What follows belongs to an exercise in optimizing a design on an open flow for small area, a short achievable clock period and few clock cycles per item; a production flow would make more cautious choices.
The RTL was checked by simulation tests, not by an equivalence proof against the original design.
Power and IR drop assume default switching activity.

Setup of run A:
## xv_pivot
module xv_pivot (
    input  wire        clk,
    input  wire        rst,
    input  wire        in_valid,
    output wire        in_ready,
    input  wire [63:0] in_p,
    input  wire [63:0] in_th,
    input  wire [7:0]  in_fs,
    input  wire [7:0]  in_fd,
    input  wire        in_sx32,
    input  wire        in_dx32,
    input  wire        in_rsq,
    input  wire        in_sat,
    output reg         out_valid,
    output wire [63:0] out_q,
    output reg  [3:0]  out_flags
);
Size in the first run: ~4100 cells after synthesis, roughly 300 flip-flops, ~220 I/O pins.
Settings: LEC_CHECK=0, CAP_MARGIN=20, CORE_MARGIN=2, CORE_UTILIZATION=40, SETUP_SLACK_MARGIN=5, SLEW_MARGIN=20, TNS_END_PERCENT=0; clock period 9.0 ns.
standard.sh (not shown) runs the stock make flow with config.mk's settings and CLKGATE_MAP_FILE= SYNTH_SCRIPT=/design/flow/synth_recipe.tcl, a recipe that flattens the netlist after the stock synthesis.
==> flow/flow/run.sh <==
#!/bin/bash
# The standard layout, with plain buffers (instead of delay cells) on the ports, timing repair
# free to resize cells across footprints and aimed 6 ns below the clock period.
set -euo pipefail
bash standard.sh "BUFFER_PORTS_ARGS=-buffer_cell sky130_fd_sc_hd__buf_2" "MATCH_CELL_FOOTPRINT=0" "SETUP_SLACK_MARGIN=6" finish > standard_make.log 2>&1
Testbench counts of run A, summed over its fixed seeds: cycles 53,002, items 1,600.
The inputs of run B differ from those of run A as listed below.
-- flow/flow/run.sh --
<<< run A, line 3
# free to resize cells across footprints and aimed 6 ns below the clock period.
>>> run B, line 3
# free to resize cells across footprints and aimed 6 ns below the clock period; clock tree of clkbuf_8, denser placement.
-- flow/config.mk --
<<< run A, line 8
export CAP_MARGIN = 20
>>> run B, line 8
export CAP_MARGIN = 10
<<< run A, line 10
export CORE_UTILIZATION = 40
>>> run B, line 10
export CORE_UTILIZATION = 55
export CTS_BUF_LIST = sky130_fd_sc_hd__clkbuf_8
<<< run A, line 12
export SLEW_MARGIN = 20
>>> run B, line 13
export SLEW_MARGIN = 10
--- outcome ---
A capturing element of the worst setup path of rem[57]$_DFFE_PP_ is what run B shows, while rem[47]$_DFFE_PP_ belongs to run A. In the final design statistics, run B uses fewer standard cells in total than run A. [diff] wire length, run B relative to run A: regression. Relative to run A, run B degrades standby leakage power. Going from run A to run B, vias per cell higher; instance count on the critical path higher; switching power higher.
The inputs of run C differ from those of run B as listed below.
==> flow/run.sh (new file) <==
#!/bin/bash
# synth_recipe.tcl (not shown) runs the flow's synth.tcl, then flattens the netlist and writes it again
# the make line also repeats each setting of config.mk as NAME=value (left out here)
make -C /OpenROAD-flow-scripts/flow DESIGN_CONFIG=/design/flow/config.mk WORK_HOME=/design/flow/orfs CLKGATE_MAP_FILE= SYNTH_SCRIPT=/design/flow/synth_recipe.tcl finish
-- flow/config.mk --
<<< run B, line 8
export CAP_MARGIN = 10
>>> run C, line 8
export CAP_MARGIN = 20
<<< run B, line 10
export CORE_UTILIZATION = 55
>>> run C, line 10
export CORE_UTILIZATION = 40
<<< run B, line 13
export SLEW_MARGIN = 10
>>> run C, line 13
export SLEW_MARGIN = 20
removed: flow/flow/run.sh
removed: flow/standard.sh
Notes after the runs:
Any difference in clock network area share between run B and run C is small enough to ignore.
Run C against run B: total of clock buffers placed in the layout went up; routed wire length on met3 went down; area overhead of the layout relative to synthesis went up; part of the total power dissipated in combinational logic went up; fraction of the cycle the final worst path needs went down.
Summary of the comparison: sequential share of power is lower in run C, relative to run B.
Run C vs run B on global-route usage: run C is the lower one.
Run C ended with more leakage power summed over all cells than run B.
On total power after layout, the lower figure sits with run B, not run C.
Maximum clock frequency for run C: about 1.3% up relative to run B

---

Setup of fjord:
xv_pivot again, from the RTL that the note above started with.
export LEC_CHECK = 0
export CAP_MARGIN = 20
export CORE_MARGIN = 2
export CORE_UTILIZATION = 40
export SETUP_SLACK_MARGIN = 4
export SLEW_MARGIN = 20
create_clock -name core_clock -period 9.0 [get_ports {clk}]
==> flow/flow/run.sh <==
#!/bin/bash
# The standard layout, with plain buffers (instead of delay cells) on the ports.
set -euo pipefail
bash standard.sh "BUFFER_PORTS_ARGS=-buffer_cell sky130_fd_sc_hd__buf_2" finish > standard_make.log 2>&1
The flow did not stop early for fjord: all stages ran, and the layout cleared the timing, design-rule and antenna checks.
Testbench counts of fjord, summed over its fixed seeds: cycles 53,002, items 1,600.
## Diff of input files: maple against fjord
==> flow/flow/run.sh <==
#!/bin/bash
# The standard layout, with plain buffers (instead of delay cells) on the ports, timing repair
# free to resize cells across footprints and aimed 6 ns below the clock period; clock tree of clkbuf_8.
set -euo pipefail
bash standard.sh "BUFFER_PORTS_ARGS=-buffer_cell sky130_fd_sc_hd__buf_2" "MATCH_CELL_FOOTPRINT=0" "SETUP_SLACK_MARGIN=6" finish > standard_make.log 2>&1
-- flow/config.mk --
<<< fjord, line 9
export CORE_MARGIN = 2
export CORE_UTILIZATION = 40
export SETUP_SLACK_MARGIN = 4
export SLEW_MARGIN = 20
>>> maple, line 9
export CORE_MARGIN = 2
export CORE_UTILIZATION = 40
export CTS_BUF_LIST = sky130_fd_sc_hd__clkbuf_8
export SETUP_SLACK_MARGIN = 5
export SLEW_MARGIN = 20
export TNS_END_PERCENT = 0
### Flow results
Clock period minus final worst setup slack ends up higher on fjord.
Higher number of global-route vias before repair among maple and fjord: maple
Per the comparison of maple with fjord, wire length the detailed router placed on met1 now smaller; wire length reported by the detailed router increased by about 2.7% relative to the old numbers.
Re portion of total power attributed to the clock network: maple and fjord aren't equal, and the lower value belongs to maple.
There was hardly any difference in global routing met1 resource utilization between maple and fjord.
Re maximum clock skew at final layout: fjord was lower than maple.
Number of standard cells in the final layout excluding fillers in maple is 2.0% higher than in fjord
Going from fjord to maple, total routing usage reported by global routing saw an increase, ratio of final minimum period to clock period saw a decrease, peak supply drop saw a decrease.
--- input diff maple..willow ---
==> flow/flow/run.sh <==
#!/bin/bash
# The standard layout, with plain buffers (instead of delay cells) on the ports and timing
# repair free to resize cells across footprints.
set -euo pipefail
bash standard.sh "BUFFER_PORTS_ARGS=-buffer_cell sky130_fd_sc_hd__buf_2" "MATCH_CELL_FOOTPRINT=0" finish > standard_make.log 2>&1
- willow vs maple on total stage count of the critical path: willow is the lower one.
- Comparing willow and maple, top fanout value on the critical path is higher on maple.
- On willow: standby leakage power is 0.28 nW higher than what maple gave.
- The period utilization of willow and that of maple are within noise of each other.
- The post-route non-filler standard cell count number comes out higher for willow vs maple.
Changes in yarrow relative to willow:
==> flow/flow/run.sh <==
#!/bin/bash
# The standard layout, with plain buffers (instead of delay cells) on the ports, and timing
# repair free to resize cells across footprints.
set -euo pipefail
bash standard.sh "BUFFER_PORTS_ARGS=-buffer_cell sky130_fd_sc_hd__buf_2" "MATCH_CELL_FOOTPRINT=0" finish > standard_make.log 2>&1
-- flow/config.mk --
<<< willow, line 9
export CORE_MARGIN = 2
export CORE_UTILIZATION = 40
export CTS_BUF_LIST = sky130_fd_sc_hd__clkbuf_8
export SETUP_SLACK_MARGIN = 5
export SLEW_MARGIN = 20
export TNS_END_PERCENT = 0
>>> yarrow, line 9
export CORE_MARGIN = 2
export CORE_UTILIZATION = 40
export SETUP_SLACK_MARGIN = 4
export SLEW_MARGIN = 20
--- outcome ---
Relative to willow, worst IR drop on VDD has gone up in yarrow.
Summary of yarrow over willow: worst path setup slack after routing has decreased, sequential share of layout area has increased, total global-route track usage has decreased, total wire length after detailed routing has decreased.
Input-level comparison between pepper and yarrow:
==> flow/flow/run.sh <==
#!/bin/bash
# The standard layout, with plain buffers (instead of delay cells) on the ports, timing repair
# free to resize cells across footprints, and repair aimed at the worst path only.
set -euo pipefail
bash standard.sh "BUFFER_PORTS_ARGS=-buffer_cell sky130_fd_sc_hd__buf_2" "MATCH_CELL_FOOTPRINT=0" finish > standard_make.log 2>&1
-- flow/config.mk --
<<< yarrow, line 9
export CORE_MARGIN = 2
export CORE_UTILIZATION = 40
export SETUP_SLACK_MARGIN = 4
export SLEW_MARGIN = 20
>>> pepper, line 9
export CORE_MARGIN = 2
export CORE_UTILIZATION = 40
export SETUP_SLACK_MARGIN = 5
export SLEW_MARGIN = 20
export TNS_END_PERCENT = 0
Results
pepper: flow completed, timing, DRC and antenna clean
Wire length reported by the detailed router went up by a few percent going from yarrow to pepper.
Of the two values seen for highest routed metal layer, met4 was produced by yarrow and met5 by pepper.
Compared with yarrow, in pepper number of buffers inserted to repair setup after CTS +136, number of multi-input combinational cells in the layout neither gained nor lost much.
Delta (pepper minus yarrow): number of buffers other than clock buffers in the final layout higher; path length in cells of the critical path -6.
yarrow reports its startpoint-to-endpoint class of the critical path as flop to flop while pepper reports primary input to flop.

==> port drivers added, routing unchanged <==
How much do the figures lean on ideal ports? The routed layouts below were timed once more, with nothing changed but the port constraints. Step 1: set_driving_cell puts a clkbuf_16 on clk and a buf_2 on each other input, an assumption about the parent block. Step 2, shift: input delay + t, output delay - t, t = (earliest + latest rising clock arrival at the registers) / 2. This alone moves slack from input paths to output paths. Three values: no drivers, after step 1, after step 2; two values: the first two.
| run | t (ns) | slack for setup (ns) | clock arrival spread, ns |
|---|---|---|---|
| run A | 0.649 | 4.732 / 4.732 / 4.146 | 0.065 / 0.065 |
| run B | 0.777 | 4.780 / 4.780 / 4.112 | 0.081 / 0.081 |
| run C | 0.774 | 4.834 / 4.834 / 4.108 | 0.076 / 0.075 |
| fjord | 0.643 | 4.024 / 4.024 / 3.636 | 0.061 / 0.061 |
| maple | 0.768 | 4.748 / 4.748 / 4.103 | 0.088 / 0.088 |
| willow | 0.756 | 4.745 / 4.779 / 4.034 | 0.079 / 0.079 |
| yarrow | 0.643 | 4.024 / 4.024 / 3.636 | 0.061 / 0.061 |
| pepper | 0.649 | 4.755 / 4.792 / 4.147 | 0.046 / 0.046 |
After both steps every run listed still meets setup and hold. For run C, which loses most, drivers alone change the setup slack by 0.000 ns; drivers and shift together by -0.726 ns.
